From an optimization exercise on the open Yosys and OpenROAD flow, aimed at small area and a short achievable clock period; shortcuts taken in it are not production practice. Where RTL was checked, it was by simulation tests only, not by an equivalence proof against the original.

## north
Design rse_compose, start of the top module:
module rse_compose (
    input  wire        clk,
    input  wire        rst,
    input  wire        in_valid,
    input  wire [11:0] bg_y,
    input  wire [11:0] bg_cb,
    input  wire [11:0] bg_cr,
    input  wire        l0_cover,
    input  wire [7:0]  l0_alpha,
    input  wire [1:0]  l0_depth,
    input  wire [15:0] l0_y,
    input  wire [15:0] l0_cb,
    input  wire [15:0] l0_cr,
    input  wire        l1_cover,
    input  wire [7:0]  l1_alpha,
    input  wire [1:0]  l1_depth,
    input  wire [15:0] l1_y,
    input  wire [15:0] l1_cb,
    input  wire [15:0] l1_cr,
    input  wire        l2_cover,
    input  wire [7:0]  l2_alpha,
    input  wire [1:0]  l2_depth,
    input  wire [15:0] l2_y,
    input  wire [15:0] l2_cb,
    input  wire [15:0] l2_cr,
    input  wire        l3_cover,
    input  wire [7:0]  l3_alpha,
    input  wire [1:0]  l3_depth,
    input  wire [15:0] l3_y,
    input  wire [15:0] l3_cb,
    input  wire [15:0] l3_cr,
    output reg         out_valid,
    output reg  [11:0] out_y,
    output reg  [11:0] out_cb,
    output reg  [11:0] out_cr
);
For scale: roughly 1100 flip-flops, roughly 310 I/O pins, ~77000 um^2 of cells after synthesis.
clock: 20.0 ns
lec_check: 0
cap_margin: 20
core_margin: 2
core_utilization: 40
slew_margin: 20
run.sh (not shown) runs the stock make flow with config.mk's settings and CLKGATE_MAP_FILE= SYNTH_SCRIPT=/design/flow/synth_recipe.tcl, a recipe that flattens the netlist after the stock synthesis.
The flow did not stop early for north: all stages ran, and the layout cleared the timing, design-rule and antenna checks.
For south, these inputs were changed with respect to north:
==> flow/flow/run.sh (new file) <==
#!/bin/bash
# The standard layout, with plain buffers (not delay cells) on the ports.
set -euo pipefail
export BUFFER_PORTS_ARGS="-buffer_cell sky130_fd_sc_hd__buf_2"
bash standard.sh > make_flow.log 2>&1
==> flow/standard.sh (new file) <==
#!/bin/bash
# synth_recipe.tcl (not shown) runs the flow's synth.tcl, then flattens the netlist and writes it again
# the make line also repeats each setting of config.mk as NAME=value (left out here)
make -C /OpenROAD-flow-scripts/flow DESIGN_CONFIG=/design/flow/config.mk WORK_HOME=/design/flow/orfs CLKGATE_MAP_FILE= SYNTH_SCRIPT=/design/flow/synth_recipe.tcl "${@:-finish}"
removed: flow/run.sh
### Flow results
Run comparison: south standard cell with the maximum stage delay on the critical path sky130_fd_sc_hd__dfxtp_2; north standard cell with the maximum stage delay on the critical path sky130_fd_sc_hd__clkdlybuf4s50_1. north and south ended up with roughly the same number of nets in the layout. Looking at north and south, the vertical die dimension is a wash. Measured against each other, north and south differ in filler cell count in the final layout, the lower figure coming from north. In the tables for north and south, cell area reads lower with south. Changes observed in south relative to north: count of hold buffers inserted by post-cts repair ~0 delta; initial antenna violation count +1. Wire length of the first global-routing pass on south is ahead of north. Looking at end point of the critical path, the out_y[0] result is from north; the zn[3][59] one comes from south.

## rev 12
rse_compose, a different RTL version from the one above (not shown whole).
For scale: about 1100 flip-flops, about 310 I/O pins, about 75000 um^2 of cells after synthesis.
==> flow/config.mk <==
export PLATFORM = sky130hd
export DESIGN_NAME = rse_compose
export DESIGN_NICKNAME = rse_compose
export VERILOG_FILES = /design/flow/design.v
export SDC_FILE = /design/flow/constraint.sdc
export NUM_CORES = 4
export LEC_CHECK = 0
export CAP_MARGIN = 20
export CORE_MARGIN = 2
export CORE_UTILIZATION = 40
export CTS_CLUSTER_DIAMETER = 100
export CTS_CLUSTER_SIZE = 28
export SLEW_MARGIN = 20
==> flow/constraint.sdc <==
create_clock -name core_clock -period 20.0 [get_ports {clk}]
set_input_delay 4.0000 -clock core_clock [delete_from_list [all_inputs] [get_ports {clk}]]
set_output_delay 4.0000 -clock core_clock [all_outputs]
set_load 0.01 [all_outputs]
standard.sh (not shown) runs the stock make flow with config.mk's settings and CLKGATE_MAP_FILE= SYNTH_SCRIPT=/design/flow/synth_recipe.tcl, a recipe that flattens the netlist after the stock synthesis.
==> flow/flow/run.sh <==
#!/bin/bash
# The standard layout, with plain buffers (not delay cells) on the ports,
# and timing repair aimed at a 5.2 ns cycle (slack 14.8 ns at the 20 ns clock).
set -euo pipefail
export BUFFER_PORTS_ARGS="-buffer_cell sky130_fd_sc_hd__buf_2"
export SETUP_SLACK_MARGIN=14.8
bash standard.sh > make_flow.log 2>&1
Rev 12 finished all stages; the layout is clean.
> inputs changed (rev 12 -> rev 13)
- PLACE_DENSITY now 0.65, previously not set
- CORE_UTILIZATION now 55, was 40
--- outcome ---
Cell area | rev 13 vs rev 12 | rev 13 smaller. Fraction of area in multi-input gates ends up lower on rev 12. | placeable core region | lower: rev 13 |. Sort rev 13 and rev 12 by final cycle utilization of the critical path, ascending, and rev 13 comes first. Going from rev 12 to rev 13, non-clock buffer count grows by 2. The end of the critical path comes out out_y[8] in one run and out_y[10] in the other, namely in rev 12 and rev 13 respectively. Relative to rev 12, the sequential share of layout area of rev 13 is higher by 0.29 points. Slack of the worst reg-to-reg path: rev 13 lower than rev 12.

rse_compose, a different RTL version from the one above (not shown whole).
Size in the first run: roughly 310 I/O pins, roughly 0.073 mm² of cells after synthesis.
==> flow/config.mk <==
export PLATFORM = sky130hd
export DESIGN_NAME = rse_compose
export DESIGN_NICKNAME = rse_compose
export VERILOG_FILES = /design/flow/design.v
export SDC_FILE = /design/flow/constraint.sdc
export NUM_CORES = 4
export LEC_CHECK = 0
export CAP_MARGIN = 20
export CORE_MARGIN = 2
export CORE_UTILIZATION = 55
export CTS_CLUSTER_DIAMETER = 100
export CTS_CLUSTER_SIZE = 28
export PLACE_DENSITY = 0.65
export SLEW_MARGIN = 20
==> flow/constraint.sdc <==
create_clock -name core_clock -period 20.0 [get_ports {clk}]
set_input_delay 4.0000 -clock core_clock [delete_from_list [all_inputs] [get_ports {clk}]]
set_output_delay 4.0000 -clock core_clock [all_outputs]
set_load 0.01 [all_outputs]
==> flow/flow/run.sh <==
#!/bin/bash
# The standard layout, with plain buffers (not delay cells) on the ports,
# and timing repair aimed at a 5.35 ns cycle (slack 14.65 ns at the 20 ns clock).
set -euo pipefail
export BUFFER_PORTS_ARGS="-buffer_cell sky130_fd_sc_hd__buf_2"
export SETUP_SLACK_MARGIN=14.65
bash standard.sh > make_flow.log 2>&1
The baseline finished with timing, DRC and antenna clean.
Edit:
--- a/flow/flow/run.sh
+++ b/flow/flow/run.sh
@@ -3 +3 @@
-# and timing repair aimed at a 5.35 ns cycle (slack 14.65 ns at the 20 ns clock).
+# and timing repair aimed at a 5.25 ns cycle (slack 14.75 ns at the 20 ns clock).
@@ -6 +6 @@
-export SETUP_SLACK_MARGIN=14.65
+export SETUP_SLACK_MARGIN=14.75
CORE_UTILIZATION = 40   (was 55)
PLACE_DENSITY = not set   (was 0.65)
What happened:
- The changed run went through all stages and came out clean
- maximum frequency decreases by 0.82%
- via count hardly moves
- register-to-register slack gets better by 0.12 ns
- design area goes up by 2.0%
- non-clock buffer count climbs by 10
- routed wire length came out higher by 5.4%
- hold slack degrades by 0.028 ns
- worst setup slack loses 0.043 ns
- flip-flop and latch count stays the same

rse_compose, a different RTL version from the one above (not shown whole).
Size: ~6900 cells after synthesis, ~75000 um^2 of cells after synthesis.
clock: 20.0 ns
lec_check: 0
cap_margin: 20
core_margin: 2
core_utilization: 40
slew_margin: 20
==> flow/flow/run.sh <==
#!/bin/bash
# The standard layout, with plain buffers (not delay cells) on the ports,
# and timing repair aimed at a 5.2 ns cycle (slack 14.9 ns at the 20 ns clock).
set -euo pipefail
export BUFFER_PORTS_ARGS="-buffer_cell sky130_fd_sc_hd__buf_2"
export SETUP_SLACK_MARGIN=14.9
bash standard.sh > make_flow.log 2>&1
==> next run, changes <==
==> flow/flow/run.sh (replaced) <==
#!/bin/bash
# The standard layout, with plain buffers (not delay cells) on the ports,
# and timing repair aimed at a 5.2 ns cycle (slack 14.8 ns at the 20 ns clock).
set -euo pipefail
export BUFFER_PORTS_ARGS="-buffer_cell sky130_fd_sc_hd__buf_2"
export SETUP_SLACK_MARGIN=14.8
bash standard.sh > make_flow.log 2>&1
Settings changed: CTS_CLUSTER_DIAMETER from default to 50, CTS_CLUSTER_SIZE from default to 20.
The new run finished with timing, DRC and antenna clean; cell area is lower by 0.32%; count of clock-buffer cells in the layout goes down by 2; setup slack loses 60 ps; routed wire length climbs by 0.98%; die area is unchanged.
==> next run, changes <==
==> flow/flow/run.sh (replaced) <==
#!/bin/bash
# The standard layout, with plain buffers (not delay cells) on the ports,
# and timing repair aimed at a 5.2 ns cycle (slack 14.9 ns at the 20 ns clock).
set -euo pipefail
export BUFFER_PORTS_ARGS="-buffer_cell sky130_fd_sc_hd__buf_2"
export SETUP_SLACK_MARGIN=14.9
bash standard.sh > make_flow.log 2>&1
Settings changed: CORE_UTILIZATION 40 to 60, CTS_CLUSTER_DIAMETER 50 to default, CTS_CLUSTER_SIZE 20 to default, PLACE_DENSITY from default to 0.7.
- design area goes down by 1.1%
- hold slack gains 5.7 ps
- setup slack gains 16 ps
==> next run, changes <==
==> flow/flow/run.sh (replaced) <==
#!/bin/bash
# The standard layout, with plain buffers (not delay cells) on the ports,
# and timing repair aimed at a 5.2 ns cycle (slack 14.8 ns at the 20 ns clock).
set -euo pipefail
export BUFFER_PORTS_ARGS="-buffer_cell sky130_fd_sc_hd__buf_2"
export SETUP_SLACK_MARGIN=14.8
bash standard.sh > make_flow.log 2>&1
Settings changed: CORE_UTILIZATION 60 to 40, CTS_CLUSTER_DIAMETER from default to 100, CTS_CLUSTER_SIZE from default to 28, PLACE_DENSITY 0.7 to default.
After rerunning:
- wire length rises by about 3.3%
- die area climbs by 49%
- non-clock buffer count shrinks by 44
- global-route usage came out lower by 8.4 points
- setup slack is better by 8.9 ps
- synthesized area stays the same
- core utilization falls by 24 points
- first-iteration DRC count falls by about 24%
No functional check of the RTL was part of any run of this note.

## old
Another version of the RTL of rse_compose (not shown whole).
Size in the first run: roughly 6900 cells after synthesis, ~1200 flip-flops, roughly 310 I/O pins.
export LEC_CHECK = 0
export CAP_MARGIN = 20
export CORE_MARGIN = 2
export CORE_UTILIZATION = 40
export SLEW_MARGIN = 20
create_clock -name core_clock -period 20.0 [get_ports {clk}]
==> flow/flow/run.sh <==
#!/bin/bash
# The standard layout, with plain buffers (not delay cells) on the ports,
# and timing repair aimed at a 5.2 ns cycle (slack 14.8 ns at the 20 ns clock).
set -euo pipefail
export BUFFER_PORTS_ARGS="-buffer_cell sky130_fd_sc_hd__buf_2"
export SETUP_SLACK_MARGIN=14.8
bash standard.sh > make_flow.log 2>&1
old finished end to end and its layout was clean on timing, DRC and antenna.
The following lists how new was set up differently from old:
==> flow/flow/run.sh <==
#!/bin/bash
# The standard layout, with plain buffers (not delay cells) on the ports.
set -euo pipefail
export BUFFER_PORTS_ARGS="-buffer_cell sky130_fd_sc_hd__buf_2"
bash standard.sh > make_flow.log 2>&1
### Flow results
Every run in the comparison, new and old, completed the flow with a clean layout.
Diff old -> new: global-route wire length before repair fell by about 0.4%, worst setup slack lower, via count now sits at about the same level, register clock-pin slew on the reported worst setup and hold paths comparable.
No run of this note included a check of the RTL's function; only the layout flow was run.

rse_compose, a different RTL version from the one above (not shown whole).
For scale: about 6800 cells after synthesis, ~74000 sq um of cells after synthesis.
==> flow/config.mk <==
export PLATFORM = sky130hd
export DESIGN_NAME = rse_compose
export DESIGN_NICKNAME = rse_compose
export VERILOG_FILES = /design/flow/design.v
export SDC_FILE = /design/flow/constraint.sdc
export NUM_CORES = 4
export LEC_CHECK = 0
export CAP_MARGIN = 20
export CORE_MARGIN = 2
export CORE_UTILIZATION = 40
export SLEW_MARGIN = 20
==> flow/constraint.sdc <==
create_clock -name core_clock -period 20.0 [get_ports {clk}]
set_input_delay 4.0000 -clock core_clock [delete_from_list [all_inputs] [get_ports {clk}]]
set_output_delay 4.0000 -clock core_clock [all_outputs]
set_load 0.01 [all_outputs]
==> flow/flow/run.sh <==
#!/bin/bash
# The standard layout, with plain buffers (not delay cells) on the ports.
set -euo pipefail
export BUFFER_PORTS_ARGS="-buffer_cell sky130_fd_sc_hd__buf_2"
bash standard.sh > make_flow.log 2>&1
Change:
==> flow/flow/run.sh (replaced) <==
#!/bin/bash
# The standard layout, with plain buffers (not delay cells) on the ports,
# and timing repair aimed at a 5.2 ns cycle (slack 14.8 ns at the 20 ns clock).
set -euo pipefail
export BUFFER_PORTS_ARGS="-buffer_cell sky130_fd_sc_hd__buf_2"
export SETUP_SLACK_MARGIN=14.8
bash standard.sh > make_flow.log 2>&1
What happened: The changed run passed the timing, design-rule and antenna checks. Routed wire length came out higher by 4.7%. Clock-buffer cell count fell by 6. Via count increases by 1.5%. Sequential share of layout area drops by 0.54 points. Core utilization went up by 1.0 points. First-iteration DRC count falls by 5.2%. Cell area rises by 2.2%.

static timing again, ports no longer ideal:
How much do the figures lean on ideal ports? The routed layouts below were timed once more, with nothing changed but the port constraints. Step 1, drivers: a clkbuf_16 drives clk and a buf_2 each remaining input, both assumed. Step 2, shift: input delay + t, output delay - t, t = (earliest + latest rising clock arrival at the registers) / 2. This alone moves slack from input paths to output paths. Slacks: ideal ports / drivers / drivers and shift; pairs: ideal ports / drivers.
run | t (ns) | slack for setup (ns) | cell pins on the clock port's net
north | 0.852 | 14.282 / 14.194 / 13.820 | 1
south | 0.840 | 14.425 / 14.425 / 14.168 | 1
rev 12 | 0.833 | 14.772 / 14.684 / 14.912 | 1
rev 13 | 0.762 | 14.861 / 14.782 / 14.870 | 1
the first run of note 3 | 0.788 | 14.816 / 14.739 / 14.488 | 1
the second run of note 3 | 0.830 | 14.773 / 14.694 / 14.482 | 1
the first run of note 4 | 0.835 | 14.797 / 14.721 / 14.812 | 1
the second run of note 4 | 0.888 | 14.737 / 14.647 / 14.768 | 1
the third run of note 4 | 0.810 | 14.753 / 14.693 / 14.753 | 1
the fourth run of note 4 | 0.795 | 14.762 / 14.723 / 14.762 | 1
old | 0.853 | 14.789 / 14.709 / 14.253 | 1
new | 0.876 | 14.241 / 14.241 / 14.235 | 1
the first run of note 6 | 0.839 | 14.456 / 14.456 / 14.232 | 1
the second run of note 6 | 0.853 | 14.759 / 14.672 / 14.089 | 1
After both steps setup and hold are still met in every run listed. For the second run of note 6, which loses most, drivers alone change the setup slack by -0.087 ns; drivers and shift together by -0.670 ns.
